This design comes from an exercise in tuning for small area and a short achievable clock period on the open sky130 flow, not from production work. No functional check of the RTL was part of any run shown here. Power figures rest on the tool's default switching activity, not on a simulated workload.

### flow/config.mk
export PLATFORM = sky130hd
export DESIGN_NAME = cic5
export DESIGN_NICKNAME = cic5
export VERILOG_FILES = /design/flow/design.v
export SDC_FILE = /design/flow/constraint.sdc
export NUM_CORES = 4
export LEC_CHECK = 0
export CAP_MARGIN = 20
export CORE_MARGIN = 2
export CORE_UTILIZATION = 30
export PLACE_DENSITY = 0.45
export SLEW_MARGIN = 20
### flow/constraint.sdc
create_clock -name core_clock -period 15.0 [get_ports {clk}]
set_input_delay 3.0000 -clock core_clock [delete_from_list [all_inputs] [get_ports {clk}]]
set_output_delay 3.0000 -clock core_clock [all_outputs]
set_load 0.01 [all_outputs]
### flow/design.v
module cic5_lane (
    input  wire        clk,
    input  wire        start_r,       
    input  wire [19:0] x,             
    input  wire [19:0] vld,           
    input  wire [19:0] kill,          
    input  wire        e1,            
    input  wire        e2,            
    input  wire [3:0]  sel,           
    input  wire [3:0]  cact,          
    input  wire [3:0]  cfirst,        
    input  wire [3:0]  cmask,         
    input  wire [4:0]  rot,           
    input  wire [19:0] we_lo,         
    input  wire [3:0]  we_hi,         
    input  wire        we_half,       
    input  wire [19:0] st_en,         
    input  wire        st_first,      
    input  wire        fin,           
    output reg  [23:0] out
);
    reg sg1, sg2, sg3;
    always @(posedge clk) begin
        sg1 <= x[19];
        sg2 <= sg1;
        sg3 <= sg2;
    end
    wire [19:0] xc0 = x;
    wire [19:0] xc1 = {20{sg1}};
    wire [19:0] xc2 = {20{sg2}};
    wire [19:0] xc3 = {20{sg3}};
    reg  [19:0] ig [0:19];            
    reg  [19:0] cy;                   
    genvar s, c;
    generate
        for (s = 0; s < 5; s = s + 1) begin : g_st
            for (c = 0; c < 4; c = c + 1) begin : g_ch
                wire [19:0] xin = (c == 0) ? xc0 : (c == 1) ? xc1 : (c == 2) ? xc2 : xc3;
                wire [19:0] inp;
                if (s == 0) begin : g_in0
                    assign inp = xin;
                end else if (s == 1) begin : g_in1
                    assign inp = ig[c] | ({20{e1}} & xin);
                end else if (s == 2) begin : g_in2
                    assign inp = ig[4 + c] | ({20{e2}} & xin);
                end else begin : g_inn
                    assign inp = ig[4*(s-1) + c];
                end
                wire [19:0] a  = kill[4*s+c] ? 20'd0 : ig[4*s+c];
                wire [19:0] b  = vld[4*s+c] ? inp : 20'd0;
                wire        ci = (c == 0) ? 1'b0 : cy[4*s+c];
                wire [20:0] sum = {1'b0, a} + {1'b0, b} + {20'd0, ci};
                always @(posedge clk) begin
                    ig[4*s+c] <= sum[19:0];
                end
                if (c < 3) begin : g_cy
                    always @(posedge clk)
                        cy[4*s+c+1] <= sum[20] & ~start_r;
                end
            end
        end
    endgenerate
    wire [19:0] c0 = ({20{sel[0]}} & ig[16]) | ({20{sel[1]}} & ig[17]) |
                     ({20{sel[2]}} & ig[18]) | ({20{sel[3]}} & ig[19]);
    reg  [79:0] ring [0:3];           
    reg  [19:0] cr [1:4];             
    reg  [3:0]  bw;                   
    genvar k;
    generate
        for (k = 0; k < 4; k = k + 1) begin : g_cb
            wire [19:0] cin = (k == 0) ? c0 : cr[k];
            wire [19:0] op  = cmask[k] ? 20'd0 : ring[k][19:0];
            wire        bi  = cfirst[k] ? 1'b0 : bw[k];
            wire [20:0] d   = {1'b0, cin} - {1'b0, op} - {20'd0, bi};
            always @(posedge clk) begin
                cr[k+1] <= d[19:0];
                bw[k]   <= d[20];
                if (cact[k])
                    ring[k] <= {cin, ring[k][79:20]};
            end
        end
    endgenerate
    wire [39:0] rr = {cr[4], cr[4]} >> rot;
    wire [19:0] r  = rr[19:0];
    reg [23:0] win;
    reg        half;
    reg        sticky;
    integer o;
    always @(posedge clk) begin
        for (o = 0; o < 20; o = o + 1)
            if (we_lo[o]) win[o] <= r[o];
        for (o = 0; o < 4; o = o + 1)
            if (we_hi[o]) win[20+o] <= r[o];
        if (we_half) half <= r[19];
        sticky <= (sticky & ~st_first) | (|(r & st_en));
        if (fin)
            out <= win + {23'd0, half & (sticky | win[0])};
    end
endmodule
module cic5 (
    input  wire        clk,
    input  wire        rst,           
    input  wire        start,         
    input  wire [2:0]  cfg_order,     
    input  wire [12:0] cfg_ratio,     
    input  wire        in_valid,
    input  wire [19:0] in_i,          
    input  wire [19:0] in_q,
    output reg         out_valid,
    output wire [23:0] out_i,         
    output wire [23:0] out_q
);
    reg  [2:0]  order;
    reg  [12:0] ratio;
    reg         start_r, start_rr;
    always @(posedge clk) begin
        start_r  <= start & ~rst;
        start_rr <= start_r;
        if (start) begin
            order <= cfg_order;
            ratio <= cfg_ratio;
        end
    end
    wire e0 = (order == 3'd5);
    wire e1 = (order == 3'd4);
    wire e2 = (order == 3'd3);
    reg [3:0] lg;
    integer b;
    always @(*) begin
        lg = 4'd0;
        for (b = 0; b < 13; b = b + 1)
            if (ratio[b]) lg = b[3:0];
    end
    wire [12:0] mn = ratio << (4'd12 - lg);
    reg [3:0] lg_r;
    reg [2:0] t_r;
    reg [5:0] sh_r;                   
    reg [1:0] q_r;                    
    reg [4:0] s_r;                    
    reg [2:0] t_n;
    always @(*) begin
        t_n = {2'd0, mn != 13'h1000};
        case (order)
            3'd3:    t_n = t_n + (mn >= 13'd5161) + (mn >= 13'd6502);
            3'd4:    t_n = t_n + (mn >= 13'd4871) + (mn >= 13'd5793) + (mn >= 13'd6889);
            default: t_n = t_n + (mn >= 13'd4706) + (mn >= 13'd5405) + (mn >= 13'd6209)
                               + (mn >= 13'd7132);
        endcase
    end
    wire [5:0] ke = (order == 3'd3) ? {lg_r, 1'b0} + {2'd0, lg_r} :
                    (order == 3'd4) ? {lg_r, 2'b0} :
                                      {lg_r, 2'b0} + {2'd0, lg_r};
    wire [5:0] sh_n = ke + {3'd0, t_r} - 6'd4;
    always @(posedge clk) begin
        lg_r <= lg;
        t_r  <= t_n;
        sh_r <= sh_n;
        if (sh_r >= 6'd40) begin
            q_r <= 2'd2;
            s_r <= sh_r[4:0] - 5'd8;          
        end else if (sh_r >= 6'd20) begin
            q_r <= 2'd1;
            s_r <= sh_r[4:0] - 5'd20;         
        end else begin
            q_r <= 2'd0;
            s_r <= sh_r[4:0];
        end
    end
    reg         xv;
    reg  [19:0] xi, xq;
    always @(posedge clk) begin
        xv <= in_valid & ~rst;
        xi <= in_i;
        xq <= in_q;
    end
    reg  [12:0] phase;
    reg         first;
    wire [12:0] phase_n = phase + 13'd1;
    wire        xd = (phase_n == ratio);
    always @(posedge clk) begin
        if (start_r) begin
            phase <= 13'd0;
            first <= 1'b1;
        end else if (xv) begin
            phase <= xd ? 13'd0 : phase_n;
            first <= xd;
        end
    end
    wire       clr = rst | start_r;
    reg  [7:1] pv, pf;
    reg  [4:1] pd;
    wire [7:0] lv, lf;
    wire [4:0] ld;
    assign lv[0] = e0 & xv;
    assign lv[1] = pv[1] | (e1 & xv);
    assign lv[2] = pv[2] | (e2 & xv);
    assign lv[7:3] = pv[7:3];
    assign lf[0] = e0 & xv & first;
    assign lf[1] = pf[1] | (e1 & xv & first);
    assign lf[2] = pf[2] | (e2 & xv & first);
    assign lf[7:3] = pf[7:3];
    assign ld[0] = e0 & xv & xd;
    assign ld[1] = pd[1] | (e1 & xv & xd);
    assign ld[2] = pd[2] | (e2 & xv & xd);
    assign ld[4:3] = pd[4:3];
    reg [14:5] gl;
    always @(posedge clk) begin
        if (clr) begin
            pv <= 7'd0;
            pf <= 7'd0;
            pd <= 4'd0;
            gl <= 10'd0;
        end else begin
            pv <= lv[6:0];
            pf <= lf[6:0];
            pd <= ld[3:0];
            gl <= {gl[13:5], ld[4]};
        end
    end
    wire [4:0] sact = {1'b1, 1'b1, 1'b1, ~e2, e0};    
    wire [19:0] vld, kill;
    genvar s, c;
    generate
        for (s = 0; s < 5; s = s + 1) begin : g_v
            for (c = 0; c < 4; c = c + 1) begin : g_c
                assign vld[4*s+c]  = lv[s+c] & sact[s];
                if (s == 4) begin : g_k4
                    assign kill[4*s+c] = start_rr | lf[s+c];
                end else begin : g_kn
                    assign kill[4*s+c] = start_rr;
                end
            end
        end
    endgenerate
    reg  [3:0] fresh;
    wire [3:0] cact, cfirst, cmask;
    genvar k;
    generate
        for (k = 0; k < 4; k = k + 1) begin : g_k
            assign cact[k]   = gl[5+k] | gl[6+k] | gl[7+k] | gl[8+k];
            assign cfirst[k] = gl[5+k];
            always @(posedge clk)
                if (start_r)       fresh[k] <= 1'b1;
                else if (gl[8+k])  fresh[k] <= 1'b0;
        end
    endgenerate
    assign cmask = fresh | {~e0, e2, 1'b0, 1'b0};
    wire am2 = (gl[9]  & (q_r == 2'd2));
    wire am1 = (gl[9]  & (q_r == 2'd1)) | (gl[10] & (q_r == 2'd2));
    wire a0  = (gl[9]  & (q_r == 2'd0)) | (gl[10] & (q_r == 2'd1)) | (gl[11] & (q_r == 2'd2));
    wire a1  = (gl[10] & (q_r == 2'd0)) | (gl[11] & (q_r == 2'd1)) | (gl[12] & (q_r == 2'd2));
    wire a2  = (gl[11] & (q_r == 2'd0)) | (gl[12] & (q_r == 2'd1));
    wire le0  = am2 | am1 | a0;
    wire lem1 = am2 | am1;
    wire [19:0] wrap;                 
    wire [19:0] we_lo, st_en;
    wire [3:0]  we_hi;
    genvar i;
    generate
        for (i = 0; i < 20; i = i + 1) begin : g_w
            assign wrap[i]  = ({1'b0, s_r} + i) >= 20;
            assign we_lo[i] = wrap[i] ? a1 : a0;
            if (i < 19) begin : g_s
                assign st_en[i] = wrap[i] ? le0 : lem1;
            end else begin : g_s19
                assign st_en[i] = wrap[i] ? lem1 : am2;
            end
        end
        for (i = 0; i < 4; i = i + 1) begin : g_h
            assign we_hi[i] = wrap[i] ? a2 : a1;
        end
    endgenerate
    wire we_half = wrap[19] ? a0 : am1;
    always @(posedge clk) begin
        if (rst) out_valid <= 1'b0;
        else     out_valid <= gl[13];
    end
    wire [3:0] sel = gl[8:5];
    cic5_lane u_i (
        .clk(clk), .start_r(start_r), .x(xi), .vld(vld), .kill(kill), .e1(e1), .e2(e2),
        .sel(sel), .cact(cact), .cfirst(cfirst), .cmask(cmask), .rot(s_r),
        .we_lo(we_lo), .we_hi(we_hi), .we_half(we_half), .st_en(st_en),
        .st_first(gl[9]), .fin(gl[13]), .out(out_i)
    );
    cic5_lane u_q (
        .clk(clk), .start_r(start_r), .x(xq), .vld(vld), .kill(kill), .e1(e1), .e2(e2),
        .sel(sel), .cact(cact), .cfirst(cfirst), .cmask(cmask), .rot(s_r),
        .we_lo(we_lo), .we_hi(we_hi), .we_half(we_half), .st_en(st_en),
        .st_first(gl[9]), .fin(gl[13]), .out(out_q)
    );
endmodule
### flow/run.sh
#!/bin/bash
# synth_recipe.tcl (not shown) runs the flow's synth.tcl, then flattens the netlist and writes it again
# the make line also repeats each setting of config.mk as NAME=value (left out here)
make -C /OpenROAD-flow-scripts/flow DESIGN_CONFIG=/design/flow/config.mk WORK_HOME=/design/flow/orfs CLKGATE_MAP_FILE= SYNTH_SCRIPT=/design/flow/synth_recipe.tcl finish
==> notes.md, run 1 <==
H-tree depth=4; RePlAce Congestion=slightly above 0.8; drt first-iter violations=approximately 4200; Routed Wire Length=269200 µm; register bit total from synthesis=1869; drt first pass iters=6; post-CTS setup buffer count=0; FILL cells=36980; hold_buf cts=0; Tmin final=5.884 ns; clk root buf=clkbuf_16; fin. max-slew vios=0; Worst-path clk slew=0.06 ns; synth warn=5; status=complete, no violations; Synth cell types=96; critical path's largest stage delay=around 0.84 ns; sequential share of the synthesized area=40.66%; Hold EP=s_r[0]; EDFF count, synth=754; cell leakage power=between 50 and 60 nW; Max Root-Sink Buffers=4; MaxCap Viol Count=0; core region area=0.3664 mm²; Max VDD drop=106.7 µV; Net Switching=4.245 mW; initial antenna violation count=9; pin count of the biggest net entering global routing=between 100 and 150; Critical Path End Type=flop; Fin Clk Skew=about 0.041 ns; Layout area overhead=12.58%; Post-DP HPWL=200700 µm; crit path kind=reg2reg; element type at the critical path start=flop; Post-Syn Area per Cell=~9.6 µm²; Pwr Density=115.7 mW/mm²; sw frac=29.48%; worst hold start=sh_r[0]; Design Area, Final=0.1245 mm²; worst r2r src=start_rr; Min-Delay Path Class=reg2reg; Top FF cell, synth=dfxtp_1; share of layout cells above drive strength 1=5.436%; worst-skew pair later-pin latency=0.90 ns; placed inst area=roughly 0.12 mm²; setup TNS=0 ns; Ports=109; Final period util=39.23%; ys async rst share=0%; RSZ-0062 raised after global routing=no; antenna violation net count after detailed routing=0; via count=79620; top fanout value on the critical path=147; mapped cell area=approximately 0.11 mm²; GRT Residual Overflow=0; # rows=about 220; R2R Path End=u_i.ig[15][18]; Reg2Reg Depth=16; Seq pwr share=about 41%; Slew headroom=21.76%; slew at the pin closest to its max-slew limit=1.159 ns; slowest cell on the critical path=dfxtp_4; final setup violation count=0; cell depth of the worst setup path=16; Die Area=0.3735 mm²; first-pass GRT wire length=430200 µm; Mapped Nets=~13000; Synth Instances=11530; area leader, netlist=edfxtp_1; die width=approximately 610 µm; clk sinks=1869; CTS tree=done; Die Height=611.2 µm; Max Freq=approximately 170 MHz; synth top area cells=edfxtp_1 (20%), dfxtp_1 (20%), ha_1 (12%); hold depth=0; total track usage=approximately 14%; PostCTS Resize Cnt=0; total power=14.40 mW; Worst R2R Setup Slack=about 9.1 ns; number of global-route vias before repair=approximately 80000; internal power=10.15 mW; post-DR vias/cell=between 4 and 5; critical path's top delay family=buffers and inverters; CP arrival=6.65 ns; Comb power frac=20.5%; DRC=0; worst path bufs/invs=4; clock network power share=38.7%; Required @ worst endpoint=15.77 ns; TritonCTS Buffers=219; top-count cell post-synth=dfxtp_1; Initial Util=30.19%; drt wl/cell=16.22 µm; top cell type's share of synthesized area=between 20% and 30%; IO Port Bufs=108; # nets final=12840; CP cell instances=buf_12 -> buf_4 -> buf_4 -> nand2b_1 -> fa_1 -> inv_1 -> fa_1 -> a21oi_1 -> nor2b_1 -> o31ai_1 -> a211oi_1 -> a41oi_1 -> a21oi_1 -> a211oi_1 -> a22oi_1 -> xor2_1; Final Hold Fails=0; Post-synth top cells=dfxtp_1 (1115), ha_1 (1096), nor2_1 (1013), nor2b_1 (856), edfxtp_1 (754)
[power groups by stage]
stage	sequential, mW	clock, mW	combinational, mW
finish	5.88	5.57	2.95
detailed placement	6.00	0	2.96
CTS	5.89	5.79	2.97
global route	5.92	5.97	3.31
global placement	5.99	0	2.95
floorplan	5.87	0	2.20
[area by class of cell]
cell class / instances / area [µm²] / area share (%)
Antenna cell: 6 / 15.01 / 0.01206
Clock buffer: 299 / 6259 / 5.027
Clock inverter: 109 / 1256 / 1.009
Inverter: 756 / 2843 / 2.283
Multi-Input combinational cell: 8570 / 61550 / 49.43
Sequential cell: 1869 / 45000 / 36.14
Tap cell: 4816 / 6026 / 4.840
Timing Repair Buffer: 171 / 1562 / 1.254
[layout by cell type, fill, tap and decap left out, drive strengths merged, types with 50 or more instances in the layout]
master,instances
a211oi,57
a21o,142
a21oi,638
a22oi,103
a31oi,57
and2,544
and3,216
buf,64
clkbuf,299
clkdlybuf4s50,107
clkinv,65
dfxtp,1115
edfxtp,754
fa,93
ha,1096
inv,763
mux2i,69
mux4,50
nand2,605
nand2b,134
nand3,206
nor2,1013
nor2b,856
nor3,309
o21a,313
o21ai,366
or3,148
xnor2,626
xor2,203
[stage by stage]
step / setup slack, ns / utilization [%] / instances / hold slack, ns
2_1_floorplan: 10.08 / - / 11530 / 0.3290
3_3_place_gp: 9.104 / 31.93 / 16180 / 0.3407
3_5_place_dp: 9.056 / 31.93 / 16180 / 0.3439
4_1_cts: 9.028 / 33.98 / 16590 / 0.3521
5_1_grt: 8.635 / 33.98 / 16590 / 0.3569
6_report: 9.116 / 33.98 / 16600 / 0.3481
[sequential cells by signal (all words and copies together), names as in the netlist, 6 cells and up]
| signal | count |
|---|---|
| u_i.ring | 320 |
| u_i.cy | 15 |
| u_q.ig | 400 |
| xq | 20 |
| u_q.ring | 320 |
| u_q.cy | 15 |
| u_q.cr | 80 |
| xi | 20 |
| u_q.win | 24 |
| sh_r | 6 |
| gl | 9 |
| phase | 13 |
| pf | 7 |
| u_i.out | 24 |
| u_i.ig | 400 |
| ratio | 13 |
| u_q.out | 24 |
| u_i.win | 24 |
| u_i.cr | 80 |
| pv | 7 |
[per-layer routing]
layer	global-route usage, %	up-vias	part of all wire, %
li1	-	40700	-
met2	24.58	1071	48
met5	0	-	0
met4	4.103	0	2.8
met1	18.05	37490	47
met3	1.558	364	3.1
[kinds of logic (layout without fill, tap and decap cells)]
kind of cell             count (synthesis)  in the layout  synth area share (%)
flip-flops                            1869           1869                 40.66
multiplexers                           129            129                 1.762
other                                    0              6                     0
buffers and inverters                 1086           1335                 3.762
XOR/XNOR                               829            829                 6.565
adder cells (fa/ha/maj)               1190           1190                 14.09
AND/OR/NAND/NOR                       4167           4167                 19.43
AO/OA/AOI/OAI                         2255           2255                 13.73
[worst max-delay path by stage]
stage	endpoint	start	slack, ns
2_1_floorplan	t_r[1]	ratio[2]	10.08
3_3_place_gp	u_i.ig[15][18]	start_rr	9.10
3_5_place_dp	u_i.ig[15][18]	start_rr	9.06
4_1_cts	u_i.ig[15][18]	start_rr	9.03
5_1_grt	u_i.ig[15][18]	start_rr	8.64
6_report	u_i.ig[15][18]	start_rr	9.12
==> run 2: changes to the inputs <==
--- a/flow/design.v
+++ b/flow/design.v
@@ -1,2 +1,38 @@
+module cic5_add20 (
+    input  wire [19:0] a,
+    input  wire [19:0] b,
+    input  wire        ci,
+    output wire [19:0] s,
+    output wire        co
+);
+    function [20:0] bk_mask(input integer k);
+        integer i, d;
+        begin
+            bk_mask = 21'd0;
+            d = (k < 5) ? (1 << k) : (1 << (7 - k));
+            for (i = 0; i < 21; i = i + 1)
+                if (k < 5 ? (((i + 1) % (2 * d)) == 0 && i >= d)
+                          : (((i + 1) % (2 * d)) == d && i >= 3 * d - 1))
+                    bk_mask[i] = 1'b1;
+        end
+    endfunction
+    localparam [20:0] M0 = bk_mask(0), M1 = bk_mask(1), M2 = bk_mask(2), M3 = bk_mask(3),
+                      M4 = bk_mask(4), M5 = bk_mask(5), M6 = bk_mask(6), M7 = bk_mask(7);
+    reg [20:0] g, p;
+    always @(*) begin
+        g = {a & b, ci};
+        p = {a ^ b, 1'b0};
+        g = g | (p & (g << 1)  & M0);  p = p & ((p << 1)  | ~M0);
+        g = g | (p & (g << 2)  & M1);  p = p & ((p << 2)  | ~M1);
+        g = g | (p & (g << 4)  & M2);  p = p & ((p << 4)  | ~M2);
+        g = g | (p & (g << 8)  & M3);  p = p & ((p << 8)  | ~M3);
+        g = g | (p & (g << 16) & M4);  p = p & ((p << 16) | ~M4);
+        g = g | (p & (g << 4)  & M5);  p = p & ((p << 4)  | ~M5);
+        g = g | (p & (g << 2)  & M6);  p = p & ((p << 2)  | ~M6);
+        g = g | (p & (g << 1)  & M7);
+    end
+    assign s  = a ^ b ^ g[19:0];
+    assign co = g[20];
+endmodule
 module cic5_lane (
     input  wire        clk,
@@ -47,14 +83,19 @@
                     assign inp = ig[4*(s-1) + c];
                 end
-                wire [19:0] a  = kill[4*s+c] ? 20'd0 : ig[4*s+c];
+                wire [19:0] a  = (s == 4 && kill[4*s+c]) ? 20'd0 : ig[4*s+c];
                 wire [19:0] b  = vld[4*s+c] ? inp : 20'd0;
                 wire        ci = (c == 0) ? 1'b0 : cy[4*s+c];
-                wire [20:0] sum = {1'b0, a} + {1'b0, b} + {20'd0, ci};
+                wire [19:0] sum;
+                wire        co;
+                cic5_add20 u_add (.a(a), .b(b), .ci(ci), .s(sum), .co(co));
                 always @(posedge clk) begin
-                    ig[4*s+c] <= sum[19:0];
+                    if (s < 4)
+                        ig[4*s+c] <= kill[4*s+c] ? 20'd0 : sum;
+                    else
+                        ig[4*s+c] <= sum;
                 end
                 if (c < 3) begin : g_cy
                     always @(posedge clk)
-                        cy[4*s+c+1] <= sum[20] & ~start_r;
+                        cy[4*s+c+1] <= co & ~start_r;
                 end
             end
@@ -72,8 +113,10 @@
             wire [19:0] op  = cmask[k] ? 20'd0 : ring[k][19:0];
             wire        bi  = cfirst[k] ? 1'b0 : bw[k];
-            wire [20:0] d   = {1'b0, cin} - {1'b0, op} - {20'd0, bi};
+            wire [19:0] d;
+            wire        co;
+            cic5_add20 u_sub (.a(cin), .b(~op), .ci(~bi), .s(d), .co(co));
             always @(posedge clk) begin
-                cr[k+1] <= d[19:0];
-                bw[k]   <= d[20];
+                cr[k+1] <= d;
+                bw[k]   <= ~co;
                 if (cact[k])
                     ring[k] <= {cin, ring[k][79:20]};
@@ -113,8 +156,9 @@
     reg  [2:0]  order;
     reg  [12:0] ratio;
-    reg         start_r, start_rr;
+    reg         start_r;
+    reg  [4:0]  clr_d;
     always @(posedge clk) begin
         start_r  <= start & ~rst;
-        start_rr <= start_r;
+        clr_d    <= {clr_d[3:0], start_r};
         if (start) begin
             order <= cfg_order;
@@ -132,28 +176,28 @@
             if (ratio[b]) lg = b[3:0];
     end
-    wire [12:0] mn = ratio << (4'd12 - lg);
-    reg [3:0] lg_r;
-    reg [2:0] t_r;
-    reg [5:0] sh_r;                   
-    reg [1:0] q_r;                    
-    reg [4:0] s_r;                    
-    reg [2:0] t_n;
+    reg [3:0]  lg_r;
+    reg [12:0] mn_r;
+    reg [2:0]  t_r;
+    reg [5:0]  sh_r;                  
+    reg [1:0]  q_r;                   
+    reg [4:0]  s_r;                   
+    reg [2:0]  t_n;
     always @(*) begin
-        t_n = {2'd0, mn != 13'h1000};
+        t_n = {2'd0, mn_r != 13'h1000};
         case (order)
-            3'd3:    t_n = t_n + (mn >= 13'd5161) + (mn >= 13'd6502);
-            3'd4:    t_n = t_n + (mn >= 13'd4871) + (mn >= 13'd5793) + (mn >= 13'd6889);
-            default: t_n = t_n + (mn >= 13'd4706) + (mn >= 13'd5405) + (mn >= 13'd6209)
-                               + (mn >= 13'd7132);
+            3'd3:    t_n = t_n + (mn_r >= 13'd5161) + (mn_r >= 13'd6502);
+            3'd4:    t_n = t_n + (mn_r >= 13'd4871) + (mn_r >= 13'd5793) + (mn_r >= 13'd6889);
+            default: t_n = t_n + (mn_r >= 13'd4706) + (mn_r >= 13'd5405) + (mn_r >= 13'd6209)
+                               + (mn_r >= 13'd7132);
         endcase
     end
-    wire [5:0] ke = (order == 3'd3) ? {lg_r, 1'b0} + {2'd0, lg_r} :
+    wire [5:0] ke = (order == 3'd3) ? {1'b0, lg_r, 1'b0} + {2'd0, lg_r} :
                     (order == 3'd4) ? {lg_r, 2'b0} :
                                       {lg_r, 2'b0} + {2'd0, lg_r};
-    wire [5:0] sh_n = ke + {3'd0, t_r} - 6'd4;
     always @(posedge clk) begin
         lg_r <= lg;
+        mn_r <= ratio << (4'd12 - lg_r);
         t_r  <= t_n;
-        sh_r <= sh_n;
+        sh_r <= ke + {3'd0, t_r} - 6'd4;
         if (sh_r >= 6'd40) begin
             q_r <= 2'd2;
@@ -226,7 +270,7 @@
                 assign vld[4*s+c]  = lv[s+c] & sact[s];
                 if (s == 4) begin : g_k4
-                    assign kill[4*s+c] = start_rr | lf[s+c];
+                    assign kill[4*s+c] = clr_d[4] | lf[s+c];
                 end else begin : g_kn
-                    assign kill[4*s+c] = start_rr;
+                    assign kill[4*s+c] = clr_d[s];
                 end
             end
==> run 2 against run 1 <==
Net effect: hold slack gained 0.037 ns; clock skew up 0.0022 ns; flip-flop and latch count grew 17; register-to-register slack better by 0.47 ns; clock-buffer cell count fell by 16; first-iteration DRC count down 20%; largest power group unchanged.
==> notes.md, run 2 <==
post-CTS setup buffer count=0 (unchanged); Reg area=0.04534 mm² (+0.77%); top fanout value on the critical path=46 (-69%); final setup violation count=0 (unchanged); final core occ=33.98% (about the same); met2 usage=24.16% (-0.42 points); sequential share of the synthesized area=44.42% (+3.8 points); initial antenna violation count=8 (-1); top cell type's share of synthesized area=22.22% (+1.7 points); Most Crowded Layer GR=met2; largest registers=u_i.ig (400), u_q.ig (400); clock network power share=44.5% (+5.8 points); clk sinks=1886 (+0.91%); Ports=109 (unchanged); Tmin final=5.417 ns (-0.4667 ns); register bit total from synthesis=1886 (+0.91%); Pwr Density=104.4 mW/mm² (-9.8%); pre-CTS setup slack=9.550 ns (+0.4942 ns); antenna violation net count after detailed routing=0 (unchanged); core region area=0.3390 mm² (-7.5%); Mapped Nets=10810 (-15%); drt first pass iters=6 (unchanged); most frequent cells in the layout=dfxtp_1 (1113), ha_1 (896), nor2_1 (856); FILL cells=34150 (-7.7%); IO Port Bufs=108 (unchanged); Worst-path clk slew=0.06 ns (about the same); RSZ-0062 raised after global routing=no; Required @ worst endpoint=15.71 ns (-0.06 ns); Die Height=587.0 µm (-3.9%); Routed Wire Length=248900 µm (-7.5%); critical path's largest stage delay=0.83 ns (about the same); CP cell instances=and3b_2 -> buf_4 -> nand3_1 -> inv_1 -> ha_1 -> a2111oi_0 -> a21oi_1 -> o21ai_0 -> a21oi_1 -> a41oi_1 -> nand2b_1 -> fa_1 -> xnor2_1 -> nor2_1; crit-path most repeated cell=a21oi_1; Critical Path End Type=flop; post-DR vias/cell=4.708 (-1.9%); Max Freq=184.6 MHz (+8.6%); element type at the critical path start=flop; Seq pwr share=45.7% (+4.9 points); cell depth of the worst setup path=14 (-2); setup TNS=0 ns (unchanged); PostCTS Resize Cnt=0 (unchanged); Final period util=36.11% (-3.1 points); CTS tree=done; Synth Instances=9356 (-19%); synth top area cells=dfxtp_1 (22%), edfxtp_1 (22%), ha_1 (11%); mapped cell area=0.1020 mm² (-7.8%); sw frac=25.61% (-3.9 points); M3 GR Usage=1.660% (+0.10 points); total track usage=14.29% (+0.26 points); Slew headroom=26.73% (+5.0 points); R2R Path End=u_q.ig[1][18]; worst-skew pair later-pin latency=0.89 ns (about the same); commonest non-fill, non-tap cell in the layout=dfxtp_1; slew at the pin closest to its max-slew limit=1.099 ns (-0.05981 ns); DRC=0 (unchanged); Reg2Reg Depth=14 (-2); Net Switching=3.079 mW (-27%); slowest cell on the critical path=inv_1; Post-DP HPWL=185300 µm (-7.7%); Max VDD drop=118.5 µV (+11%); internal power=8.942 mW (-12%); critical path's top delay family=compound AO/OA/AOI/OAI gates; Post-Syn Area per Cell=10.90 µm² (+14%); number of global-route vias before repair=68610 (-14%); worst hold margin=0.3848 ns (+0.03677 ns); Worst R2R Setup Slack=9.58 ns (+0.47 ns); MaxCap Viol Count=0 (unchanged); Critical Path Start=order[1]; ys async rst share=0% (unchanged); Fin Clk Skew=0.04319 ns (+0.002243 ns); cell leakage power=50.24 nW (-7.7%); crit path kind=reg2reg; Post-synth top cells=dfxtp_1 (1132), ha_1 (896), nor2_1 (863), edfxtp_1 (754), inv_1 (563); Max Root-Sink Buffers=4 (unchanged); grt met1 use=19.21% (+1.2 points); share of layout cells above drive strength 1=6.562% (+1.1 points); TritonCTS Buffers=216 (-1.4%); pin count of the biggest net entering global routing=161 (+8.8%); CP arrival=6.12 ns (-0.53 ns); Worst Setup EP=u_q.ig[1][18]; H-tree depth=4 (unchanged); die width=587.0 µm (-3.9%); RePlAce Congestion=0.8224 (-0.81%); Multi-input gate area=0.05334 mm² (-13%); via count=66520 (-16%); Top FF cell, synth=dfxtp_1; # nets final=10860 (-15%); clk root buf=clkbuf_16; synth warn=6 (+1); hold_buf cts=0 (unchanged); EDFF count, synth=754 (unchanged); worst path bufs/invs=2 (-2); fin. max-slew vios=0 (unchanged); Layout area overhead=12.93%; drt wl/cell=17.62 µm (+8.6%); worst r2r src=order[1]; area leader, netlist=dfxtp_1; setup slack after layout=9.583 ns (+0.4667 ns); Comb power frac=9.8% (-11 points); drt first-iter violations=3353 (-20%); # rows=214 (-3.6%); status=complete, no violations; Min-Delay Path Class=reg2reg; GRT Residual Overflow=0 (unchanged); Initial Util=30.09% (-0.10 points); Final Hold Fails=0 (unchanged); first-pass GRT wire length=393300 µm (-8.6%); Synth cell types=92 (-4.2%); Die Area=0.3446 mm² (-7.7%); top-count cell post-synth=dfxtp_1
## run 2: area by class of cell
type | instances | area share [%]
multi-input cells | 6575 | 46.32
flip-flops and latches | 1886 | 39.37
clock buffers | 283 | 5.280
well taps | 4536 | 4.928
inverters | 564 | 1.838
repair buffers | 169 | 1.347
clock inverters | 109 | 0.9082
diodes | 5 | 0.01086
## run 2: worst min path at each step
stage	cells after the start	start	slack (ns)	to
final	0	sh_r[0]	0.38	s_r[0]
after global placement	0	sh_r[0]	0.34	s_r[0]
after global routing	0	u_q.ring[0][20]	0.39	u_q.ring[0][0]
after CTS	0	sh_r[0]	0.38	s_r[0]
after floorplan	0	clr_d[0]	0.33	clr_d[1]
after detailed placement	0	sh_r[0]	0.35	s_r[0]
## run 2: power by group through the flow
stage               Clock (mW)  Sequential, mW  Combinational [mW]
global placement             0            5.60                1.17
global route              5.75            5.50                1.29
floorplan                    0            5.55               0.884
finish                    5.34            5.49                1.18
CTS                       5.56            5.49                1.18
detailed placement           0            5.61                1.17
## run 2: per-stage QoR
step | total power, mW | std cells | cell area, µm²
2_1_floorplan | 6.432 | 9356 | 102000
3_3_place_gp | 6.779 | 13730 | 108000
3_5_place_dp | 6.776 | 13730 | 108000
4_1_cts | 12.23 | 14120 | 115200
5_1_grt | 12.54 | 14120 | 115200
6_report | 12.02 | 14130 | 115200
## run 2: cells by family after synthesis
group	share of synthesized area, %
xor+xnor	4.655
mux	2.259
flops	44.42
compound gates	10.41
buf+inv	3.348
simple gates	14.23
fa+ha+maj	20.67
## run 2: routing by layer
layer,up-vias,part of all wire (%)
met3,354,2.9
li1,32510,-
met1,32770,47
met2,888,47
met5,-,0.0052
met4,2,2.6
==> run 3: changes to the inputs <==
--- a/flow/config.mk
+++ b/flow/config.mk
@@ -6,7 +6,7 @@
 export NUM_CORES = 4
 export LEC_CHECK = 0
-export CAP_MARGIN = 20
+export CAP_MARGIN = 60
 export CORE_MARGIN = 2
 export CORE_UTILIZATION = 30
 export PLACE_DENSITY = 0.45
-export SLEW_MARGIN = 20
+export SLEW_MARGIN = 70
==> run 3 against run 2 <==
Net effect: die area unchanged; register-to-register slack improved by 0.71 ns; sequential share of layout area decreased by 0.66 points; utilization increased by 0.60 points; cell count increased by 0.48%; clock power increased by 1%; wire length decreased by 0.11%.
==> notes.md, run 3 <==
Synth cell types=92 (unchanged); Max VDD drop=96.65 µV (-18%); Net Switching=3.120 mW (+1.4%); Die Area=0.3446 mm² (unchanged); share of layout cells above drive strength 1=8.370% (+1.8 points); clock network power share=44.3% (-0.2 points); commonest non-fill, non-tap cell in the layout=dfxtp_1; Worst-path clk slew=0.06 ns (about the same); drt first pass iters=6 (unchanged); top-count cell post-synth=dfxtp_1; hold_buf cts=0 (unchanged); antenna violation net count after detailed routing=0 (unchanged); sequential share of the synthesized area=44.42% (unchanged); Post-DP HPWL=188300 µm (+1.6%); worst hold start=sh_r[0]; WL met2=117500 µm (-0.50%); area share of and/or/nand/nor cells after synthesis=14.23% (unchanged); GRT Residual Overflow=0 (unchanged); Layout area overhead=14.92%; post-CTS setup buffer count=0 (unchanged); die width=587.0 µm (unchanged); Post-Syn Area per Cell=10.90 µm² (unchanged); sw frac=25.60% (about the same); post-synthesis compound-gate area fraction=10.41% (unchanged); Top FF cell, synth=dfxtp_1; CTS tree=done; met3 WL post-DR=7471 µm (+4.2%); Min-Delay Path Class=reg2reg; core region area=0.3390 mm² (unchanged); fin. max-slew vios=0 (unchanged); largest registers=u_i.ig (400), u_q.ig (400); area leader, netlist=dfxtp_1; synth warn=6 (unchanged); critical path's top delay family=buffers and inverters; total power=12.19 mW (+1.4%); via count=66690 (+0.26%); cell depth of the worst setup path=1 (-13); post-DR vias/cell=4.698 (-0.22%); worst r2r src=order[2]; element type at the critical path start=flop; top cell type's share of synthesized area=22.22% (unchanged); clk root buf=clkbuf_16; # rows=214 (unchanged); drt wl/cell=17.52 µm (-0.59%); PostCTS Resize Cnt=0 (unchanged); slew at the pin closest to its max-slew limit=0.4751 ns (-0.6240 ns); slowest cell on the critical path=clkdlybuf4s50_1; Max Used Layer=met4; setup TNS=0 ns (unchanged); M1 wire length=117100 µm (-0.15%); synth top area cells=dfxtp_1 (22%), edfxtp_1 (22%), ha_1 (11%); FILL cells=33970 (-0.51%); drt first-iter violations=3381 (+0.84%); Hold EP=s_r[0]; RSZ-0062 raised after global routing=no; MaxCap Viol Count=0 (unchanged); Fin Clk Skew=0.05804 ns (+0.01485 ns); Tmin final=4.749 ns (-0.6678 ns); mapped cell area=0.1020 mm² (unchanged); EDFF count, synth=754 (unchanged); DRC=0 (unchanged); Required @ worst endpoint=12.00 ns (-3.71 ns); Comb power frac=10.7% (+0.9 points); CP arrival=1.75 ns (-4.37 ns); Slew headroom=68.32% (+42 points); worst path bufs/invs=1 (-1); Post-synth top cells=dfxtp_1 (1132), ha_1 (896), nor2_1 (863), edfxtp_1 (754), inv_1 (563); pin count of the biggest net entering global routing=82 (-49%); Seq pwr share=45.0% (-0.7 points); Max Freq=210.6 MHz (+14%); Ports=109 (unchanged); Critical Path End Type=primary output; worst-skew pair later-pin latency=0.90 ns (about the same); Final Hold Fails=0 (unchanged); internal power=9.067 mW (+1.4%); Critical Path Start=u_i.out[8]; # nets final=10920 (+0.58%); clk sinks=1886 (unchanged); mux contribution to synthesized area=2.259% (unchanged); Max Root-Sink Buffers=4 (unchanged); Adder-Cell Fraction of Synth Area=20.67% (unchanged); Initial Util=30.09% (unchanged); Final period util=31.66% (-4.5 points); hold depth=0 (unchanged); R2R Path End=u_i.ig[4][19]; Routed Wire Length=248600 µm (-0.11%); Mapped Nets=10810 (unchanged); post-synthesis xor/xnor area fraction=4.655% (unchanged); Reg2Reg Depth=18 (+4); initial antenna violation count=10 (+2); Die Height=587.0 µm (unchanged); most frequent cells in the layout=dfxtp_1 (1106), ha_1 (893), nor2_1 (849); critical path's largest stage delay=0.54 ns (-0.29 ns); register bit total from synthesis=1886 (unchanged); Pwr Density=104.0 mW/mm² (-0.36%); crit path kind=reg2out; ys async rst share=0% (unchanged); first-pass GRT wire length=393500 µm (about the same); final setup violation count=0 (unchanged); pre-CTS setup slack=10.13 ns (+0.5802 ns); setup slack after layout=10.25 ns (+0.6678 ns); Synth Instances=9356 (unchanged); combinational family with the most area after synthesis=adder cells; cell leakage power=50.93 nW (+1.4%); number of global-route vias before repair=68900 (+0.43%); status=complete, no violations; total track usage=14.28% (about the same); CP cell instances=clkdlybuf4s50_1; Worst R2R Setup Slack=10.29 ns (+0.71 ns); top fanout value on the critical path=1 (-98%); IO Port Bufs=108 (unchanged); TritonCTS Buffers=219 (+1.4%); RePlAce Congestion=0.8224 (unchanged); H-tree depth=4 (unchanged)
-- run 3: kinds of logic (layout without fill, tap and decap cells) --
logic type	count (synthesis)	in the layout
simple gates	2867	2867
flops	1886	1886
compound gates	1620	1620
fa+ha+maj	1389	1389
buf+inv	895	1193
xor+xnor	542	542
mux	157	157
other cells	0	5
-- run 3: power groups by stage --
stage	registers, mW	logic, mW	clock network [mW]
4_1_cts	5.49	1.29	5.61
6_report	5.49	1.30	5.40
2_1_floorplan	5.55	0.884	0
5_1_grt	5.50	1.41	5.80
3_3_place_gp	5.60	1.17	0
3_5_place_dp	5.60	1.29	0
-- run 3: how the worst max path moves through the flow --
stage,end
after detailed placement,u_i.ig[4][19]
after CTS,u_i.ig[4][19]
final,out_i[8]
after global routing,u_i.ig[4][19]
after global placement,u_q.ig[1][18]
after floorplan,u_i.ring[3][0]
-- run 3: cell type report --
class	count	area, µm²	share of cell area [%]
antenna	5	12.51	0.01068
clock buffer	304	6143	5.242
clock inverter	96	1041	0.8882
inverter	564	2135	1.821
multi-input combinational	6575	54040	46.11
sequential	1886	45360	38.71
tap	4536	5675	4.843
timing repair buffer	229	2789	2.380
-- run 3: routing by layer --
metal | vias up | global-route usage [%]
li1 | 32660 | -
met4 | 0 | 4.012
met5 | - | 0
met1 | 32790 | 19.30
met2 | 880 | 24.03
met3 | 351 | 1.625
-- run 3: per-stage QoR --
stage	instances	utilization (%)	cell area [µm²]	hold WS, ns
floorplan	9356	-	102000	0.3290
global placement	13730	31.87	108000	0.3435
detailed placement	13780	32.36	109700	0.3433
CTS	14180	34.48	116900	0.3786
global route	14190	34.57	117200	0.3849
finish	14200	34.57	117200	0.3719
==> run 4: changes to the inputs <==
--- a/flow/design.v
+++ b/flow/design.v
@@ -39,8 +39,12 @@
     input  wire        start_r,       
     input  wire [19:0] x,             
-    input  wire [19:0] vld,           
-    input  wire [19:0] kill,          
-    input  wire        e1,            
-    input  wire        e2,            
+    input  wire [19:0] vr,            
+    input  wire [3:0]  xe1,           
+    input  wire [3:0]  xe2,           
+    input  wire [3:0]  xn0,           
+    input  wire [3:0]  xn1,           
+    input  wire [3:0]  xn2,           
+    input  wire [4:0]  clr,           
+    input  wire [3:0]  dk,            
     input  wire [3:0]  sel,           
     input  wire [3:0]  cact,          
@@ -56,14 +60,13 @@
     output reg  [23:0] out
 );
-    reg sg1, sg2, sg3;
+    reg  [3:1] sg;
+    reg  [3:1] xs0, xs1, xs2;
+    wire [3:1] sg_n = {sg[2:1], x[19]};
     always @(posedge clk) begin
-        sg1 <= x[19];
-        sg2 <= sg1;
-        sg3 <= sg2;
-    end
-    wire [19:0] xc0 = x;
-    wire [19:0] xc1 = {20{sg1}};
-    wire [19:0] xc2 = {20{sg2}};
-    wire [19:0] xc3 = {20{sg3}};
+        sg  <= sg_n;
+        xs0 <= xn0[3:1] & sg_n;
+        xs1 <= xn1[3:1] & sg_n;
+        xs2 <= xn2[3:1] & sg_n;
+    end
     reg  [19:0] ig [0:19];            
     reg  [19:0] cy;                   
@@ -72,17 +75,19 @@
         for (s = 0; s < 5; s = s + 1) begin : g_st
             for (c = 0; c < 4; c = c + 1) begin : g_ch
-                wire [19:0] xin = (c == 0) ? xc0 : (c == 1) ? xc1 : (c == 2) ? xc2 : xc3;
-                wire [19:0] inp;
-                if (s == 0) begin : g_in0
-                    assign inp = xin;
-                end else if (s == 1) begin : g_in1
-                    assign inp = ig[c] | ({20{e1}} & xin);
-                end else if (s == 2) begin : g_in2
-                    assign inp = ig[4 + c] | ({20{e2}} & xin);
-                end else begin : g_inn
-                    assign inp = ig[4*(s-1) + c];
+                wire [19:0] b;
+                if (s == 0 && c == 0) begin : g_b00
+                    assign b = {20{vr[0]}} & x;
+                end else if (s == 0) begin : g_b0
+                    assign b = {20{xs0[c]}};
+                end else if (s <= 2 && c == 0) begin : g_bx0
+                    assign b = ({20{vr[4*s]}} & ig[4*(s-1)]) |
+                               ({20{(s == 1) ? xe1[0] : xe2[0]}} & x);
+                end else if (s <= 2) begin : g_bx
+                    assign b = ({20{vr[4*s+c]}} & ig[4*(s-1)+c]) |
+                               {20{(s == 1) ? xs1[c] : xs2[c]}};
+                end else begin : g_bn
+                    assign b = {20{vr[4*s+c]}} & ig[4*(s-1)+c];
                 end
-                wire [19:0] a  = (s == 4 && kill[4*s+c]) ? 20'd0 : ig[4*s+c];
-                wire [19:0] b  = vld[4*s+c] ? inp : 20'd0;
+                wire [19:0] a  = (s == 4) ? (dk[c] ? 20'd0 : ig[4*s+c]) : ig[4*s+c];
                 wire        ci = (c == 0) ? 1'b0 : cy[4*s+c];
                 wire [19:0] sum;
@@ -91,5 +96,5 @@
                 always @(posedge clk) begin
                     if (s < 4)
-                        ig[4*s+c] <= kill[4*s+c] ? 20'd0 : sum;
+                        ig[4*s+c] <= clr[s] ? 20'd0 : sum;
                     else
                         ig[4*s+c] <= sum;
@@ -157,16 +162,19 @@
     reg  [12:0] ratio;
     reg         start_r;
-    reg  [4:0]  clr_d;
+    reg  [4:0]  clr_d;                
+    reg         e0, e1, e2;           
+    reg  [3:0]  km;                   
     always @(posedge clk) begin
-        start_r  <= start & ~rst;
-        clr_d    <= {clr_d[3:0], start_r};
+        start_r <= start & ~rst;
+        clr_d   <= {clr_d[3:0], start_r};
         if (start) begin
             order <= cfg_order;
             ratio <= cfg_ratio;
         end
+        e0 <= (order == 3'd5);
+        e1 <= (order == 3'd4);
+        e2 <= (order == 3'd3);
+        km <= {order != 3'd5, order == 3'd3, 2'b00};
     end
-    wire e0 = (order == 3'd5);
-    wire e1 = (order == 3'd4);
-    wire e2 = (order == 3'd3);
     reg [3:0] lg;
     integer b;
@@ -218,4 +226,5 @@
         xq <= in_q;
     end
+    wire clr = rst | start_r;
     reg  [12:0] phase;
     reg         first;
@@ -231,13 +240,36 @@
         end
     end
-    wire       clr = rst | start_r;
-    reg  [7:1] pv, pf;
+    reg  [19:0] vr;
+    reg  [3:0]  xe1, xe2;
+    wire [19:0] vn;
+    wire [2:0]  ent = {e2, e1, e0};
+    wire        iv  = in_valid & ~rst;
+    genvar s, c;
+    generate
+        for (s = 0; s < 5; s = s + 1) begin : g_vs
+            for (c = 0; c < 4; c = c + 1) begin : g_vc
+                wire prev_s = (s == 0) ? 1'b0 : vr[4*(s-1)+c];
+                wire here   = (c == 0) ? iv : vr[4*s+c-1];
+                if (s <= 2) begin : g_e
+                    assign vn[4*s+c] = prev_s | (ent[s] & here);
+                end else begin : g_n
+                    assign vn[4*s+c] = prev_s;
+                end
+            end
+        end
+    endgenerate
+    wire [19:0] vg  = clr ? 20'd0 : vn;
+    wire [3:0]  xn0 = vg[3:0];
+    wire [3:0]  xn1 = vg[7:4]  & {4{e1}};
+    wire [3:0]  xn2 = vg[11:8] & {4{e2}};
+    always @(posedge clk) begin
+        vr  <= vg;
+        xe1 <= xn1;
+        xe2 <= xn2;
+    end
+    reg  [7:1] pf;
     reg  [4:1] pd;
-    wire [7:0] lv, lf;
+    wire [7:0] lf;
     wire [4:0] ld;
-    assign lv[0] = e0 & xv;
-    assign lv[1] = pv[1] | (e1 & xv);
-    assign lv[2] = pv[2] | (e2 & xv);
-    assign lv[7:3] = pv[7:3];
     assign lf[0] = e0 & xv & first;
     assign lf[1] = pf[1] | (e1 & xv & first);
@@ -249,45 +281,38 @@
     assign ld[4:3] = pd[4:3];
     reg [14:5] gl;
+    reg [3:0]  cact;
     always @(posedge clk) begin
         if (clr) begin
-            pv <= 7'd0;
-            pf <= 7'd0;
-            pd <= 4'd0;
-            gl <= 10'd0;
+            pf   <= 7'd0;
+            pd   <= 4'd0;
+            gl   <= 10'd0;
         end else begin
-            pv <= lv[6:0];
-            pf <= lf[6:0];
-            pd <= ld[3:0];
-            gl <= {gl[13:5], ld[4]};
+            pf   <= lf[6:0];
+            pd   <= ld[3:0];
+            gl   <= {gl[13:5], ld[4]};
         end
+        if (clr_d[3])
+            pf[7:4] <= 4'b1111;
     end
-    wire [4:0] sact = {1'b1, 1'b1, 1'b1, ~e2, e0};    
-    wire [19:0] vld, kill;
-    genvar s, c;
-    generate
-        for (s = 0; s < 5; s = s + 1) begin : g_v
-            for (c = 0; c < 4; c = c + 1) begin : g_c
-                assign vld[4*s+c]  = lv[s+c] & sact[s];
-                if (s == 4) begin : g_k4
-                    assign kill[4*s+c] = clr_d[4] | lf[s+c];
-                end else begin : g_kn
-                    assign kill[4*s+c] = clr_d[s];
-                end
-            end
-        end
-    endgenerate
-    reg  [3:0] fresh;
-    wire [3:0] cact, cfirst, cmask;
+    wire [3:0] dk = pf[7:4];
+    reg [3:0] cmask;
     genvar k;
     generate
         for (k = 0; k < 4; k = k + 1) begin : g_k
-            assign cact[k]   = gl[5+k] | gl[6+k] | gl[7+k] | gl[8+k];
-            assign cfirst[k] = gl[5+k];
-            always @(posedge clk)
-                if (start_r)       fresh[k] <= 1'b1;
-                else if (gl[8+k])  fresh[k] <= 1'b0;
+            always @(posedge clk) begin
+                if (start_r)
+                    cmask[k] <= 1'b1;
+                else if (gl[8+k] && !km[k])
+                    cmask[k] <= 1'b0;
+            end
+            if (k == 0) begin : g_a0
+                always @(posedge clk)
+                    cact[k] <= !clr && (ld[4] | gl[5] | gl[6] | gl[7]);
+            end else begin : g_an
+                always @(posedge clk)
+                    cact[k] <= !clr && (gl[4+k] | gl[5+k] | gl[6+k] | gl[7+k]);
+            end
         end
     endgenerate
-    assign cmask = fresh | {~e0, e2, 1'b0, 1'b0};
     wire am2 = (gl[9]  & (q_r == 2'd2));
     wire am1 = (gl[9]  & (q_r == 2'd1)) | (gl[10] & (q_r == 2'd2));
@@ -321,6 +346,8 @@
     end
     wire [3:0] sel = gl[8:5];
+    wire [3:0] cfirst = gl[8:5];
     cic5_lane u_i (
-        .clk(clk), .start_r(start_r), .x(xi), .vld(vld), .kill(kill), .e1(e1), .e2(e2),
+        .clk(clk), .start_r(start_r), .x(xi), .vr(vr), .xe1(xe1), .xe2(xe2),
+        .xn0(xn0), .xn1(xn1), .xn2(xn2), .clr(clr_d), .dk(dk),
         .sel(sel), .cact(cact), .cfirst(cfirst), .cmask(cmask), .rot(s_r),
         .we_lo(we_lo), .we_hi(we_hi), .we_half(we_half), .st_en(st_en),
@@ -328,5 +355,6 @@
     );
     cic5_lane u_q (
-        .clk(clk), .start_r(start_r), .x(xq), .vld(vld), .kill(kill), .e1(e1), .e2(e2),
+        .clk(clk), .start_r(start_r), .x(xq), .vr(vr), .xe1(xe1), .xe2(xe2),
+        .xn0(xn0), .xn1(xn1), .xn2(xn2), .clr(clr_d), .dk(dk),
         .sel(sel), .cact(cact), .cfirst(cfirst), .cmask(cmask), .rot(s_r),
         .we_lo(we_lo), .we_hi(we_hi), .we_half(we_half), .st_en(st_en),
--- a/flow/config.mk
+++ b/flow/config.mk
@@ -6,7 +6,7 @@
 export NUM_CORES = 4
 export LEC_CHECK = 0
-export CAP_MARGIN = 60
+export CAP_MARGIN = 20
 export CORE_MARGIN = 2
 export CORE_UTILIZATION = 30
 export PLACE_DENSITY = 0.45
-export SLEW_MARGIN = 70
+export SLEW_MARGIN = 20
==> run 4 against run 3 <==
Net effect: synthesized cell count is 1.8% lower; non-clock buffer count decreased by 53; utilization down 0.52 points; via count is 2.8% lower; hold slack better by 0.012 ns; still clean on timing, DRC and antenna; sequential power increased by 2%; global-route usage down 0.46 points; flip-flop and latch count rose by 38; highest routed layer unchanged; combinational power is 11% lower; clock skew shrank 0.017 ns; critical path type unchanged; largest cell class unchanged; register-to-register slack improved by 0.37 ns; clock-buffer cell count is 11 higher.
==> notes.md, run 4 <==
status=complete, no violations; register bit total from synthesis=1924 (+2.0%); Multi-input gate area=0.05369 mm² (-0.65%); Initial Util=30.10% (about the same); Top FF cell, synth=dfxtp_1; worst hold margin=0.3839 ns (+0.01200 ns); worst-skew pair later-pin latency=0.90 ns (about the same); slowest cell on the critical path=clkdlybuf4s50_1; drt wl/cell=17.20 µm (-1.8%); number of global-route vias before repair=67470 (-2.1%); DRC=0 (unchanged); slew at the pin closest to its max-slew limit=1.026 ns (+0.5512 ns); RePlAce Congestion=0.8598 (+4.5%); Fin Clk Skew=0.04145 ns (-0.01659 ns); via count=64800 (-2.8%); CP arrival=1.77 ns (+0.02 ns); fin. max-slew vios=0 (unchanged); die width=590.2 µm (+0.54%); CP cell instances=clkdlybuf4s50_1; Ports=109 (unchanged); Comb power frac=9.4% (-1.3 points); largest registers=u_i.ig (400), u_q.ig (400); Synth Instances=9189 (-1.8%); Post-synth top cells=dfxtp_1 (1170), ha_1 (911), edfxtp_1 (754), nor2_1 (696), inv_1 (551); element type at the critical path start=flop; clock network power share=45.0% (+0.7 points); Synth cell types=87 (-5.4%); TritonCTS Buffers=229 (+4.6%); Layout area overhead=13.13%; Worst-path clk slew=0.06 ns (about the same); CTS tree=done; core region area=0.3424 mm² (+1.0%); top-count cell post-synth=dfxtp_1; final setup violation count=0 (unchanged); critical path's largest stage delay=0.54 ns (about the same); Routed Wire Length=241200 µm (-3.0%); FILL cells=33930 (-0.14%); setup TNS=0 ns (unchanged); Pwr Density=105.6 mW/mm² (+1.5%); Required @ worst endpoint=12.00 ns (about the same); Min-Delay Path Class=reg2reg; GRT Residual Overflow=0 (unchanged); drt first pass iters=5 (-1); clk root buf=clkbuf_16; Die Height=590.2 µm (+0.54%); total power=12.31 mW (+1.0%); Net Switching=3.140 mW (+0.64%); H-tree depth=4 (unchanged); # rows=215 (+0.47%); ys async rst share=0% (unchanged); post-CTS setup buffer count=0 (unchanged); IO Port Bufs=108 (unchanged); drt first-iter violations=3172 (-6.2%); mapped cell area=0.1031 mm² (+1.1%); Final Hold Fails=0 (unchanged); Mapped Nets=10680 (-1.2%); MaxCap Viol Count=0 (unchanged); Max Freq=209.7 MHz (-0.41%); Die Area=0.3483 mm² (+1.1%); pin count of the biggest net entering global routing=81 (-1.2%); synth warn=6 (unchanged); Reg area=0.04612 mm² (+1.7%); antenna violation net count after detailed routing=0 (unchanged); synth top area cells=dfxtp_1 (23%), edfxtp_1 (22%), ha_1 (11%); Post-DP HPWL=180600 µm (-4.1%); Critical Path End Type=primary output; clk sinks=1924 (+2.0%); area leader, netlist=dfxtp_1; final core occ=34.05% (-0.52 points); Max VDD drop=96.25 µV (-0.42%); Seq pwr share=45.6% (+0.6 points); most frequent cells in the layout=dfxtp_1 (1145), ha_1 (911), edfxtp_1 (754); Slew headroom=31.58% (-37 points); post-DR vias/cell=4.620 (-1.7%); hold_buf cts=0 (unchanged); Tmin final=4.769 ns (+0.01970 ns); EDFF count, synth=754 (unchanged); top cell type's share of synthesized area=22.72% (+0.50 points); Max Root-Sink Buffers=4 (unchanged); # nets final=10760 (-1.5%); RSZ-0062 raised after global routing=no; sw frac=25.50% (-0.10 points); Post-Syn Area per Cell=11.22 µm² (+2.9%); Final period util=31.79% (+0.13 points); top fanout value on the critical path=1 (unchanged); cell leakage power=52.52 nW (+3.1%); critical path's top delay family=buffers and inverters; internal power=9.174 mW (+1.2%); sequential share of the synthesized area=44.69% (+0.26 points); PostCTS Resize Cnt=0 (unchanged); first-pass GRT wire length=385000 µm (-2.2%); crit path kind=reg2out; share of layout cells above drive strength 1=6.076% (-2.3 points); worst path bufs/invs=1 (unchanged); total track usage=13.82% (-0.46 points); initial antenna violation count=7 (-3); commonest non-fill, non-tap cell in the layout=dfxtp_1
-- run 4: changes by cell type in the layout (fill, tap and decap cells not counted), sizes merged, moves of 46 or more --
cell | previous run | this run
and2 | 533 | 386
xnor2 | 298 | 357
nor2b | 310 | 490
nand2b | 165 | 233
o21ai | 321 | 247
nor2 | 863 | 696
nand2 | 429 | 324
o21a | 190 | 111
xor2 | 244 | 169
a22o | 7 | 87
buf | 114 | 68
a21o | 258 | 500
a21oi | 407 | 310
-- run 4: worst paths after layout --
check,startpoint,endpoint,slack [ns],cells after the start
min reg2reg,u_q.ring[0][32],u_q.ring[0][12],0.38,0
max,u_q.out[3],out_q[3],10.23,1
min,u_q.ring[0][32],u_q.ring[0][12],0.38,0
max reg2reg,vr[0],u_i.ig[0][19],10.66,13
-- run 4: metal layers --
| layer | vias to the layer above | part of all wire, % | GRT usage (%) | wire, µm |
|---|---|---|---|---|
| met5 | - | 0 | 0 | 0 |
| met4 | 0 | 3.1 | 4.382 | 7504 |
| met3 | 380 | 3.0 | 1.720 | 7162 |
| met2 | 770 | 47 | 23.23 | 112600 |
| met1 | 31420 | 47 | 18.42 | 113900 |
| li1 | 32230 | - | - | - |
-- run 4: cells by family (layout without fill, tap and decap cells) --
kind of cell,Yosys count,count (layout),synth area share [%]
AOI/OAI and AO/OA,1732,1732,11.57
other,0,5,0
buffers and inverters,871,1146,3.243
adders and majority gates,1426,1426,21.06
muxes,150,150,2.118
DFF,1924,1924,44.69
xor gates and xnor gates,526,526,4.469
and+or+nand+nor,2560,2560,12.85
-- run 4: power groups by stage --
| stage | clock network [mW] | logic (mW) | registers (mW) |
|---|---|---|---|
| 2_1_floorplan | 0 | 0.871 | 5.67 |
| 3_3_place_gp | 0 | 1.15 | 5.73 |
| 3_5_place_dp | 0 | 1.15 | 5.74 |
| 4_1_cts | 5.76 | 1.16 | 5.62 |
| 5_1_grt | 5.95 | 1.27 | 5.63 |
| 6_report | 5.54 | 1.16 | 5.62 |
-- run 4: final cells by class --
type | count | share of cell area [%]
timing repair buffer | 176 | 1.365
multi-input combinational | 6394 | 46.04
clock inverter | 103 | 0.7993
sequential | 1924 | 39.55
tap | 4557 | 4.889
antenna | 5 | 0.01073
clock buffer | 315 | 5.573
inverter | 552 | 1.777
-- run 4: metrics by stage --
step,instance area (µm²),cells,setup slack (ns)
final,116600,14030,10.23
after global placement,109200,13600,10.03
after detailed placement,109200,13600,10.02
after CTS,116600,14020,10.09
after global routing,116600,14020,10.13
after floorplan,103100,9189,10.69
==> run 5: changes to the inputs <==
==> flow/flow/run.sh (new file) <==
#!/bin/bash
# The standard layout, with plain buffers (instead of the default delay
# buffers) on the input and output ports.
set -euo pipefail
export BUFFER_PORTS_ARGS="-buffer_cell sky130_fd_sc_hd__buf_2"
bash standard.sh > standard.log 2>&1
==> flow/standard.sh (new file) <==
#!/bin/bash
# synth_recipe.tcl (not shown) runs the flow's synth.tcl, then flattens the netlist and writes it again
# the make line also repeats each setting of config.mk as NAME=value (left out here)
make -C /OpenROAD-flow-scripts/flow DESIGN_CONFIG=/design/flow/config.mk WORK_HOME=/design/flow/orfs CLKGATE_MAP_FILE= SYNTH_SCRIPT=/design/flow/synth_recipe.tcl "${@:-finish}"
--- a/flow/config.mk
+++ b/flow/config.mk
@@ -6,7 +6,7 @@
 export NUM_CORES = 4
 export LEC_CHECK = 0
-export CAP_MARGIN = 20
+export CAP_MARGIN = 60
 export CORE_MARGIN = 2
 export CORE_UTILIZATION = 30
 export PLACE_DENSITY = 0.45
-export SLEW_MARGIN = 20
+export SLEW_MARGIN = 70
removed: flow/run.sh
==> run 5 against run 4 <==
Net effect: still clean; worst setup slack better by 0.32 ns; synthesized area stayed put; clock skew is 0.035 ns higher; cell area is 1.5% higher; hold slack worse by 0.021 ns; wire length is 0.51% higher; fmax is 7.3% higher; synthesized cell count stayed put; clock power is 2% higher; clock-buffer cell count is 19 lower; first-iteration DRC count is 6.9% lower; global-route usage is 0.062 points higher; largest cell class unchanged; highest routed layer unchanged.
==> notes.md, run 5 <==
Mapped Nets=10680 (unchanged); placed inst area=0.1103 mm² (+1.1%); CP arrival=1.45 ns (-0.32 ns); final core occ=34.57% (+0.52 points); via count=65220 (+0.64%); CTS tree=done; element type at the critical path start=flop; Multi-input gate area=0.05444 mm² (+1.4%); MaxCap Viol Count=0 (unchanged); Design Area, Final=0.1184 mm² (+1.5%); cell leakage power=53.41 nW (+1.7%); final setup violation count=0 (unchanged); critical path's top delay family=flip-flops; Post-Syn Area per Cell=11.22 µm² (unchanged); clk sinks=1924 (unchanged); Die Height=590.2 µm (unchanged); Critical Path Start=u_q.out[3]; top fanout value on the critical path=1 (unchanged); Critical Path End Type=primary output; FILL cells=33660 (-0.80%); Post-synth top cells=dfxtp_1 (1170), ha_1 (911), edfxtp_1 (754), nor2_1 (696), inv_1 (551); setup TNS=0 ns (unchanged); PostCTS Resize Cnt=0 (unchanged); slew at the pin closest to its max-slew limit=0.4978 ns (-0.5285 ns); initial antenna violation count=4 (-3); Top FF cell, synth=dfxtp_1; worst-skew pair later-pin latency=0.93 ns (+0.03 ns); drt wl/cell=17.21 µm (about the same); Post-DP HPWL=183100 µm (+1.4%); worst hold start=u_i.ring[0][62]; sequential share of the synthesized area=44.69% (unchanged); Slew headroom=66.81% (+35 points); Worst-path clk slew=0.06 ns (about the same); CP cell instances=buf_2; largest registers=u_i.ig (400), u_q.ig (400); Min-Delay Path Class=reg2reg; pin count of the biggest net entering global routing=62 (-23%); Layout area overhead=14.86%; core region area=0.3424 mm² (unchanged); die width=590.2 µm (unchanged); ys async rst share=0% (unchanged); Tmin final=4.447 ns (-0.3225 ns); RSZ-0062 raised after global routing=no; TritonCTS Buffers=228 (-0.44%); total power=12.54 mW (+1.9%); Pwr Density=105.9 mW/mm² (+0.33%); GRT Residual Overflow=0 (unchanged); most frequent cells in the layout=dfxtp_1 (1129), ha_1 (908), edfxtp_1 (754); status=complete, no violations; setup slack after layout=10.55 ns (+0.3225 ns); antenna violation net count after detailed routing=0 (unchanged); RePlAce Congestion=0.8500 (-1.1%); clk root buf=clkbuf_16; IO Port Bufs=108 (unchanged); critical path's largest stage delay=0.40 ns (-0.14 ns); Synth Instances=9189 (unchanged); post-CTS setup buffer count=0 (unchanged); Synth cell types=87 (unchanged); Routed Wire Length=242400 µm (+0.51%); # rows=215 (unchanged); Max Freq=224.9 MHz (+7.3%); mapped cell area=0.1031 mm² (unchanged); worst path bufs/invs=1 (unchanged); top cell type's share of synthesized area=22.72% (unchanged); hold_buf cts=0 (unchanged); fin. max-slew vios=0 (unchanged); pre-CTS setup slack=10.54 ns (+0.5195 ns); area leader, netlist=dfxtp_1; DRC=0 (unchanged); worst r2r src=vr[0]; Ports=109 (unchanged); Final Hold Fails=0 (unchanged); top-count cell post-synth=dfxtp_1; EDFF count, synth=754 (unchanged); commonest non-fill, non-tap cell in the layout=dfxtp_1; Max Root-Sink Buffers=4 (unchanged); share of layout cells above drive strength 1=9.057% (+3.0 points); Required @ worst endpoint=12.00 ns (about the same); drt first-iter violations=2953 (-6.9%); Die Area=0.3483 mm² (unchanged); Reg area=0.04618 mm² (+0.12%); Initial Util=30.10% (unchanged); H-tree depth=4 (unchanged); register bit total from synthesis=1924 (unchanged); synth top area cells=dfxtp_1 (23%), edfxtp_1 (22%), ha_1 (11%); synth warn=6 (unchanged); slowest cell on the critical path=edfxtp_1; number of global-route vias before repair=67320 (-0.22%); total track usage=13.88% (+0.062 points); crit path kind=reg2out; Fin Clk Skew=0.07693 ns (+0.03548 ns); drt first pass iters=5 (unchanged); Final period util=29.64% (-2.2 points); post-DR vias/cell=4.629 (+0.19%); Max VDD drop=100.5 µV (+4.4%); first-pass GRT wire length=386400 µm (+0.35%); # nets final=10820 (+0.53%)
-- run 5: cell counts after synthesis --
No cell type changed its count.
-- run 5: where the power goes --
part / switching (mW) / internal, mW
registers: 0.116 / 5.51
logic: 0.775 / 0.475
clock network: 2.30 / 3.37
-- run 5: final cells by class --
cell class	instances	share of cell area [%]
Multi-Input combinational cell	6394	45.98
Sequential cell	1924	39.00
Clock buffer	296	5.275
Tap cell	4557	4.816
Timing Repair Buffer	234	1.999
Inverter	552	1.753
Clock inverter	129	1.167
Antenna cell	2	0.004227
-- run 5: kinds of logic after synthesis --
logic type                 synth area share (%)
AOI/OAI and AO/OA                         11.57
xor gates and xnor gates                  4.469
adders and majority gates                 21.06
buffers and inverters                     3.243
DFF                                       44.69
muxes                                     2.118
and+or+nand+nor                           12.85
-- run 5: final timing paths --
path | endpoint | slack (ns) | depth (start not counted)
setup reg to reg | u_i.ig[0][19] | 10.93 | 13
hold / removal | u_i.ring[0][42] | 0.36 | 0
hold reg to reg | u_i.ring[0][42] | 0.36 | 0
setup / recovery | out_q[3] | 10.55 | 1
-- run 5: through the flow --
stage	hold WS, ns	instances
6_report	0.3633	14090
5_1_grt	0.4021	14090
4_1_cts	0.3701	14080
3_5_place_dp	0.3905	13650
3_3_place_gp	0.3821	13600
2_1_floorplan	0.3290	9189
-- run 5: layer usage --
metal	track usage, %	vias up	share of wire (%)
li1	-	32360	-
met3	1.879	399	3.1
met1	18.57	31660	47
met4	4.682	0	3.5
met5	0	-	0
met2	23.02	801	46

-- port drivers added, routing unchanged --
The flow's constraints put no driver on any port. The routed layouts listed below were extracted and timed again, unchanged, in two steps. Step 1 sets driving cells, clkbuf_16 on the clock port and buf_2 on the other inputs (assumed; they add their load-dependent delay and slew). Step 2, shift: input delay + t, output delay - t, t = (earliest + latest rising clock arrival at the registers) / 2. This alone moves slack from input paths to output paths. Slacks: ideal ports / drivers / drivers and shift; pairs: ideal ports / drivers.
| run | shift t [ns] | setup slack, ns | slew at the worst register clock pin (ns) | worst slew at a driven data input, ns |
|---|---|---|---|---|
| run 1 | 0.983 | 9.116 / 9.116 / 9.116 | 0.07 / 0.07 | 0.13 |
| run 2 | 0.964 | 9.583 / 9.583 / 9.583 | 0.07 / 0.07 | 0.06 |
| run 3 | 0.974 | 10.251 / 10.149 / 10.288 | 0.07 / 0.07 | 0.06 |
| run 4 | 0.967 | 10.231 / 10.139 / 10.074 | 0.06 / 0.06 | 0.12 |
| run 5 | 0.988 | 10.553 / 10.459 / 10.635 | 0.07 / 0.07 | 0.13 |
After both steps setup and hold are still met in every run listed. For run 4, which loses most, drivers alone change the setup slack by -0.092 ns; drivers and shift together by -0.157 ns.
